This is an optimization exercise on Yosys and OpenROAD, whose aim is small area and a short achievable clock period, not a production implementation. At most, simulation tests tie the RTL to the original design; equivalence was not proved.

==> flow/design.v <==
module lane_symbol_path (
    input  wire        clk,
    input  wire        rst,            
    input  wire        rx_valid,       
    input  wire [19:0] rx_bits,
    input  wire        cdr_lock,       
    input  wire        comma_align,    
    input  wire        bitslip,        
    input  wire        decode_check,   
    output reg         tx_valid,       
    output reg  [19:0] tx_bits,        
    output reg  [1:0]  code_err,       
    output reg  [1:0]  disp_err,       
    output reg         sym_lock,       
    output reg  [3:0]  word_phase      
);
    function [3:0] group_info(input [9:0] c);
        reg a, b, cc, d, e, i, f, g, h, j;
        reg s1, c1, s2, c2, s3, c3;
        reg x0, x1, x2, y0, y1, y2, z0, z1, z2;
        reg [6:0] q6;               
        reg [4:0] q4;               
        reg k28n, k28p, kx7n, kx7p;
        reg xm, xp, ym, yp, bm, bp, pm, am, pp, ap;
        reg vn, vp, hi, n5;
        begin
            {j, h, g, f, i, e, d, cc, b, a} = c;
            {c1, s1} = {1'b0, a} + {1'b0, b} + {1'b0, cc};
            {c2, s2} = {1'b0, d} + {1'b0, e} + {1'b0, i};
            {c3, s3} = {1'b0, f} + {1'b0, g} + {1'b0, h};
            x2 = s1 & s2;  x1 = s1 ^ s2;  x0 = !s1 & !s2;
            y2 = c1 & c2;  y1 = c1 ^ c2;  y0 = !c1 & !c2;
            q6[0] = x0 & y0;
            q6[1] = x1 & y0;
            q6[2] = (x2 & y0) | (x0 & y1);
            q6[3] = x1 & y1;
            q6[4] = (x2 & y1) | (x0 & y2);
            q6[5] = x1 & y2;
            q6[6] = x2 & y2;
            z2 = s3 & j;  z1 = s3 ^ j;  z0 = !s3 & !j;
            q4[0] = z0 & !c3;
            q4[1] = z1 & !c3;
            q4[2] = (z2 & !c3) | (z0 & c3);
            q4[3] = z1 & c3;
            q4[4] = z2 & c3;
            hi = q6[6] | (q6[5] & !q4[0]) | (q6[4] & (q4[2] | q4[3] | q4[4])) |
                 (q6[3] & (q4[3] | q4[4])) | (q6[2] & q4[4]);
            n5 = (q6[5] & q4[0]) | (q6[4] & q4[1]) | (q6[3] & q4[2]) |
                 (q6[2] & q4[3]) | (q6[1] & q4[4]);
            xm = q6[3] & !(!a & !b & !cc);        
            xp = q6[4] & !(a & b & cc & d);       
            yp = q6[3] & !(a & b & cc);           
            ym = q6[2] & !(!a & !b & !cc & !d);   
            k28n = xp & e & i & !a & !b;          
            k28p = ym & !e & !i & a & b;          
            kx7n = (e & !i) | k28n;               
            kx7p = (!e & i) | k28p;               
            bm = (q4[2] & (f | g)) | (q4[3] & f & j);       
            bp = (q4[2] & !(f & g)) | (q4[1] & !f & !j);    
            pm = q4[3] & !j;
            am = q4[3] & !f;
            pp = q4[1] & j;
            ap = q4[1] & f;
            vn = (xm & (bm | (pm & !(e & i)) | (am & e & i))) |
                 (xp & (bp | (pp & !k28n) | (ap & kx7n)));
            vp = (yp & (bp | (pp & (e | i)) | (ap & !e & !i))) |
                 (ym & (bm | (pm & !k28p) | (am & kx7p)));
            group_info = {hi, !n5, vp, vn};
        end
    endfunction
    reg [19:0] prev_word;
    reg        have_prev;
    reg        ph_half;        
    reg [2:0]  ph_idx;
    reg        have_bnd;       
    reg        good_cnt;       
    reg        oph_half;       
    reg [2:0]  oph_idx;
    reg [1:0]  oth_cnt;        
    reg [19:0] grp_q;          
    reg        dc_q;           
    reg        b_rx_rd;        
    reg        b_rx_known;
    reg        b_out_rd;
    reg        kill;           
    wire        take   = rx_valid && have_prev;
    wire [25:0] window = {rx_bits[5:0], prev_word};
    reg  [24:0] dif;
    reg  [19:0] cf;
    integer     s;
    always @(*) begin
        for (s = 0; s < 25; s = s + 1)
            dif[s] = window[s] ^ window[s+1];
        for (s = 0; s < 20; s = s + 1)
            cf[s] = !dif[s] && dif[s+1] && !(|dif[s+2 +: 4]);
    end
    reg  [3:0]  pres, eqp, eqo;
    reg  [2:0]  qi [0:3];      
    reg  [4:0]  blk;
    integer     b;
    always @(*) begin
        for (b = 0; b < 4; b = b + 1) begin
            blk     = cf[b*5 +: 5];
            pres[b] = |blk;
            qi[b]   = {blk[4], blk[3] | blk[2], blk[3] | blk[1]};
            eqp[b]  = (ph_half == b[0]) && (ph_idx == qi[b]);     
            eqo[b]  = (oph_half == b[0]) && (oph_idx == qi[b]);   
        end
    end
    wire [3:0] fst = {pres[3] & ~|pres[2:0], pres[2] & ~|pres[1:0], pres[1] & !pres[0], pres[0]};
    wire [3:0] lst = {pres[3], pres[2] & !pres[3], pres[1] & ~|pres[3:2], pres[0] & ~|pres[3:1]};
    wire       any_c = |pres;
    wire       one_c = |(fst & lst);
    wire       e02   = |(cf[4:0] & cf[14:10]);
    wire       e13   = |(cf[9:5] & cf[19:15]);
    wire       sm2   = pres[0] & !pres[1] & pres[2] & e02;    
    wire       sm3   = pres[1] & !pres[2] & pres[3] & e13;    
    wire       same_fs   = sm2 | (!pres[0] & sm3);            
    wire       same_last = (sm2 & !pres[3]) | sm3;            
    wire       two_same  = (sm2 & !pres[3]) | (!pres[0] & sm3);
    wire       eqp_f = |(fst & eqp);
    wire       eqo_f = |(fst & eqo);
    wire       eqp_l = |(lst & eqp);
    wire       unlocked_ok = have_bnd & !sym_lock;
    wire       oth_run = sym_lock & eqo_f & (oth_cnt != 2'd0);   
    wire       unl   = oth_run & ((oth_cnt == 2'd3) | ((oth_cnt == 2'd2) & same_fs));
    wire       unl2  = oth_run & (oth_cnt == 2'd2) & same_fs;
    wire       c_lk  = (unlocked_ok & eqp_f & (good_cnt | same_fs)) | (sym_lock & !unl);
    wire       c_gd  = one_c ? (unlocked_ok & eqp_f) : (same_last & !unl2);
    wire       l_half = lst[1] | lst[3];
    wire [2:0] l_idx  = ({3{lst[0]}} & qi[0]) | ({3{lst[1]}} & qi[1]) |
                        ({3{lst[2]}} & qi[2]) | ({3{lst[3]}} & qi[3]);
    reg  [1:0] c_oc;
    always @(*) begin
        if (eqp_l)
            c_oc = 2'd0;
        else if (same_last)
            c_oc = (two_same & oth_run) ? 2'd3 : 2'd2;
        else
            c_oc = (one_c & oth_run) ? oth_cnt + 2'd1 : 2'd1;
    end
    wire       run_chain = comma_align && cdr_lock && take && any_c;
    reg        n_lock, n_have_bnd, n_good, n_half, n_ohalf;
    reg [2:0]  n_idx, n_oidx;
    reg [1:0]  n_oth_cnt;
    always @(*) begin
        n_have_bnd = have_bnd && comma_align && cdr_lock;
        n_lock     = sym_lock && comma_align && cdr_lock;
        n_good     = good_cnt;
        n_ohalf    = oph_half;
        n_oidx     = oph_idx;
        n_oth_cnt  = oth_cnt;
        n_half     = ph_half;
        n_idx      = ph_idx;
        if (run_chain) begin
            n_have_bnd = 1'b1;
            n_lock     = c_lk;
            n_good     = c_gd;
            n_ohalf    = l_half;
            n_oidx     = l_idx;
            n_oth_cnt  = c_oc;
            if (!c_lk) begin
                n_half = l_half;
                n_idx  = l_idx;
            end
        end else if (!comma_align && bitslip) begin
            if (ph_idx == 3'd4) begin
                n_half = !ph_half;
                n_idx  = 3'd0;
            end else
                n_idx  = ph_idx + 3'd1;
        end
    end
    wire [38:0] win_full = {rx_bits[18:0], prev_word};
    wire [23:0] sh5      = n_half ? win_full[28:5] : win_full[23:0];
    reg  [19:0] groups;
    integer     m;
    always @(*)
        for (m = 0; m < 20; m = m + 1)
            case (n_idx)
                3'd0:    groups[m] = sh5[m];
                3'd1:    groups[m] = sh5[m+1];
                3'd2:    groups[m] = sh5[m+2];
                3'd3:    groups[m] = sh5[m+3];
                default: groups[m] = sh5[m+4];
            endcase
    reg [9:0]  grp;
    reg        vn, vp, unb, hi, inr, fwd;
    reg        a_rx_rd, a_rx_known, a_out_rd;
    integer    k;
    always @(*) begin
        a_rx_rd    = b_rx_rd;
        a_rx_known = b_rx_known && dc_q;
        a_out_rd   = b_out_rd;
        tx_bits    = 20'd0;
        code_err   = 2'b00;
        disp_err   = 2'b00;
        for (k = 0; k < 2; k = k + 1) begin
            grp = grp_q[k*10 +: 10];
            {hi, unb, vp, vn} = group_info(grp);
            inr = a_rx_rd ? vp : vn;
            fwd = !dc_q || (a_rx_known && inr && (a_rx_rd == a_out_rd));
            if (dc_q) begin
                if (!(vn || vp)) begin
                    code_err[k] = 1'b1;
                    a_rx_known  = 1'b0;
                end else if (a_rx_known) begin
                    disp_err[k] = !inr;
                    a_rx_rd     = a_rx_rd ^ !inr ^ unb;
                end else if (!(vn && vp)) begin
                    a_rx_rd     = vp ^ unb;
                    a_rx_known  = 1'b1;
                end
            end
            tx_bits[k*10 +: 10] = fwd ? grp : (a_out_rd ? 10'b1110100001 : 10'b0001011110);
            if (fwd && unb)
                a_out_rd = hi;
        end
    end
    always @(*)
        word_phase = ph_half ? {1'b0, ph_idx} + 4'd5 : {1'b0, ph_idx};
    always @(posedge clk)
        if (rx_valid)
            prev_word <= rx_bits;
    always @(posedge clk) begin
        if (rst) begin
            have_prev   <= 1'b0;
            sym_lock    <= 1'b0;
            have_bnd    <= 1'b0;
            ph_half     <= 1'b0;
            ph_idx      <= 3'd0;
            good_cnt    <= 1'b0;
            oph_half    <= 1'b0;
            oph_idx     <= 3'd0;
            oth_cnt     <= 2'd0;
            tx_valid    <= 1'b0;
            grp_q       <= 20'd0;
            dc_q        <= 1'b0;
            b_rx_rd     <= 1'b0;
            b_rx_known  <= 1'b0;
            b_out_rd    <= 1'b0;
            kill        <= 1'b0;
        end else begin
            sym_lock   <= n_lock;
            have_bnd   <= n_have_bnd;
            ph_half    <= n_half;
            ph_idx     <= n_idx;
            good_cnt   <= n_good;
            oph_half   <= n_ohalf;
            oph_idx    <= n_oidx;
            oth_cnt    <= n_oth_cnt;
            tx_valid   <= take;
            if (rx_valid)
                have_prev <= 1'b1;
            if (take) begin
                grp_q      <= groups;
                dc_q       <= decode_check;
                b_rx_rd    <= a_rx_rd;
                b_rx_known <= a_rx_known && !kill;
                b_out_rd   <= a_out_rd;
                kill       <= 1'b0;
            end else if (!decode_check) begin
                kill       <= 1'b1;
            end
        end
    end
endmodule
clock: 34.0 ns
lec_check: 0
cap_margin: 20
core_margin: 2
core_utilization: 40
slew_margin: 20
standard.sh (not shown) runs the stock make flow with config.mk's settings and CLKGATE_MAP_FILE= SYNTH_SCRIPT=/design/flow/synth_recipe.tcl, a recipe that flattens the netlist after the stock synthesis.
==> flow/flow/run.sh <==
#!/bin/bash
# Layout flow: the standard ORFS flow (standard.sh, all steps), with
#  - an area-oriented ABC mapping script for the synthesis's logic mapping
#    (the registers are mapped as in the standard synthesis, before ABC),
#  - plain buffers (buf_2) instead of delay buffers on the ports,
#  - an extra setup margin for the flow's repair_timing calls, so that the
#    repair works on the paths that set the achieved period.
# The clock period and constraints are the standard flow's (constraint.sdc, config.mk).
set -euo pipefail
W=$(pwd)
rm -rf "$W/scripts_local"
cp -r "$FLOW_HOME/scripts" "$W/scripts_local"
cp "$W/flow/abc_area_map.script" "$W/scripts_local/abc_speed.script"
export SCRIPTS_DIR="$W/scripts_local"
export BUFFER_PORTS_ARGS="-buffer_cell sky130_fd_sc_hd__buf_2"
if [[ -f "$W/flow/setup_margin" ]]; then
  export SETUP_SLACK_MARGIN=$(cat "$W/flow/setup_margin")
fi
bash standard.sh > "$W/orfs_flow.log" 2>&1
==> flow/flow/abc_area_map.script <==
strash
dc2
dch -f
amap
topo
buffer -c
dnsize -c
Rerun with:
--- a/flow/design.v
+++ b/flow/design.v
@@ -16,20 +16,43 @@
 );
     function [3:0] group_info(input [9:0] c);
         reg a, b, cc, d, e, i, f, g, h, j;
         reg s1, c1, s2, c2, s3, c3;
         reg x0, x1, x2, y0, y1, y2, z0, z1, z2;
-        reg [6:0] q6;               
-        reg [4:0] q4;               
+        reg [6:0] q6;
+        reg [4:0] q4;
+        reg w2, w3, w4, bal4;
         reg k28n, k28p, kx7n, kx7p;
         reg xm, xp, ym, yp, bm, bp, pm, am, pp, ap;
         reg vn, vp, hi, n5;
         begin
             {j, h, g, f, i, e, d, cc, b, a} = c;
             {c1, s1} = {1'b0, a} + {1'b0, b} + {1'b0, cc};
             {c2, s2} = {1'b0, d} + {1'b0, e} + {1'b0, i};
             {c3, s3} = {1'b0, f} + {1'b0, g} + {1'b0, h};
+            w3 = (s1 ^ s2) & (c1 ^ c2);
+            w4 = (s1 & s2 & (c1 ^ c2)) | (!s1 & !s2 & c1 & c2);
+            w2 = (s1 & s2 & !c1 & !c2) | (!s1 & !s2 & (c1 ^ c2));
+            k28n = !a & !b & cc & d & e & i;
+            k28p = a & b & !cc & !d & !e & !i;
+            kx7n = (e & !i & ((a & b & cc & !d) | (a & b & !cc & d) | (a & !b & cc & d) | (!a & b & cc & d))) | k28n;
+            kx7p = (!e & i & ((!a & !b & !cc & d) | (!a & !b & cc & !d) | (!a & b & !cc & !d) | (a & !b & !cc & !d))) | k28p;
+            xm = w3 & !(!a & !b & !cc);           
+            yp = w3 & !(a & b & cc);              
+            xp = w4 & !(a & b & cc & d);          
+            ym = w2 & !(!a & !b & !cc & !d);      
+            bal4 = ((f ^ g) & (h ^ j)) | ((f ~^ g) & (h ~^ j) & (f ^ h));
+            bm = (bal4 & !(!f & !g)) | (f & !g & h & j) | (f & g & !h & j);
+            bp = (bal4 & !(f & g)) | (!f & g & !h & !j) | (!f & !g & h & !j);
+            pm = f & g & h & !j;
+            am = !f & g & h & j;
+            pp = !f & !g & !h & j;
+            ap = f & !g & !h & !j;
+            vn = (xm & (bm | (pm & !(e & i)) | (am & e & i))) |
+                 (xp & (bp | (pp & !k28n) | (ap & kx7n)));
+            vp = (yp & (bp | (pp & (e | i)) | (ap & !e & !i))) |
+                 (ym & (bm | (pm & !k28p) | (am & kx7p)));
             x2 = s1 & s2;  x1 = s1 ^ s2;  x0 = !s1 & !s2;
             y2 = c1 & c2;  y1 = c1 ^ c2;  y0 = !c1 & !c2;
             q6[0] = x0 & y0;
             q6[1] = x1 & y0;
             q6[2] = (x2 & y0) | (x0 & y1);
@@ -45,28 +68,10 @@
             q4[4] = z2 & c3;
             hi = q6[6] | (q6[5] & !q4[0]) | (q6[4] & (q4[2] | q4[3] | q4[4])) |
                  (q6[3] & (q4[3] | q4[4])) | (q6[2] & q4[4]);
             n5 = (q6[5] & q4[0]) | (q6[4] & q4[1]) | (q6[3] & q4[2]) |
                  (q6[2] & q4[3]) | (q6[1] & q4[4]);
-            xm = q6[3] & !(!a & !b & !cc);        
-            xp = q6[4] & !(a & b & cc & d);       
-            yp = q6[3] & !(a & b & cc);           
-            ym = q6[2] & !(!a & !b & !cc & !d);   
-            k28n = xp & e & i & !a & !b;          
-            k28p = ym & !e & !i & a & b;          
-            kx7n = (e & !i) | k28n;               
-            kx7p = (!e & i) | k28p;               
-            bm = (q4[2] & (f | g)) | (q4[3] & f & j);       
-            bp = (q4[2] & !(f & g)) | (q4[1] & !f & !j);    
-            pm = q4[3] & !j;
-            am = q4[3] & !f;
-            pp = q4[1] & j;
-            ap = q4[1] & f;
-            vn = (xm & (bm | (pm & !(e & i)) | (am & e & i))) |
-                 (xp & (bp | (pp & !k28n) | (ap & kx7n)));
-            vp = (yp & (bp | (pp & (e | i)) | (ap & !e & !i))) |
-                 (ym & (bm | (pm & !k28p) | (am & kx7p)));
             group_info = {hi, !n5, vp, vn};
         end
     endfunction
     reg [19:0] prev_word;
     reg        have_prev;
Result: Routed wire length is about the same; cell count goes up by 4.6%; clock-buffer cell count goes up by 6; setup slack gets worse by 0.037 ns; worst hold slack barely changes.
The RTL of the second run of this note was laid out without a check of its function.

[static timing again, ports no longer ideal]
Ports are ideal in the flow. The routed layouts listed here were re-timed in OpenROAD.
Step 1 sets driving cells, clkbuf_16 on the clock port and buf_2 on the other inputs (assumed; they add their load-dependent delay and slew).
Step 2, shift: input delay + t, output delay - t, t = (earliest + latest rising clock arrival at the registers) / 2. This alone moves slack from input paths to output paths.
Slacks: no drivers / after step 1 / after step 2; pairs: no drivers / after step 1.
| run | t (ns) | setup slack, ns | worst setup path at the end | cell pins on the clock port's net |
|---|---|---|---|---|
| the first run | 0.370 | 21.651 / 21.611 / 21.708 | input to register | 1 |
| the second run | 0.376 | 21.614 / 21.625 / 21.249 | input to register | 1 |
After both steps setup and hold are still met in every run listed. The setup slack of the second run, which loses most, moves by +0.011 ns with the drivers and by -0.365 ns with both steps.
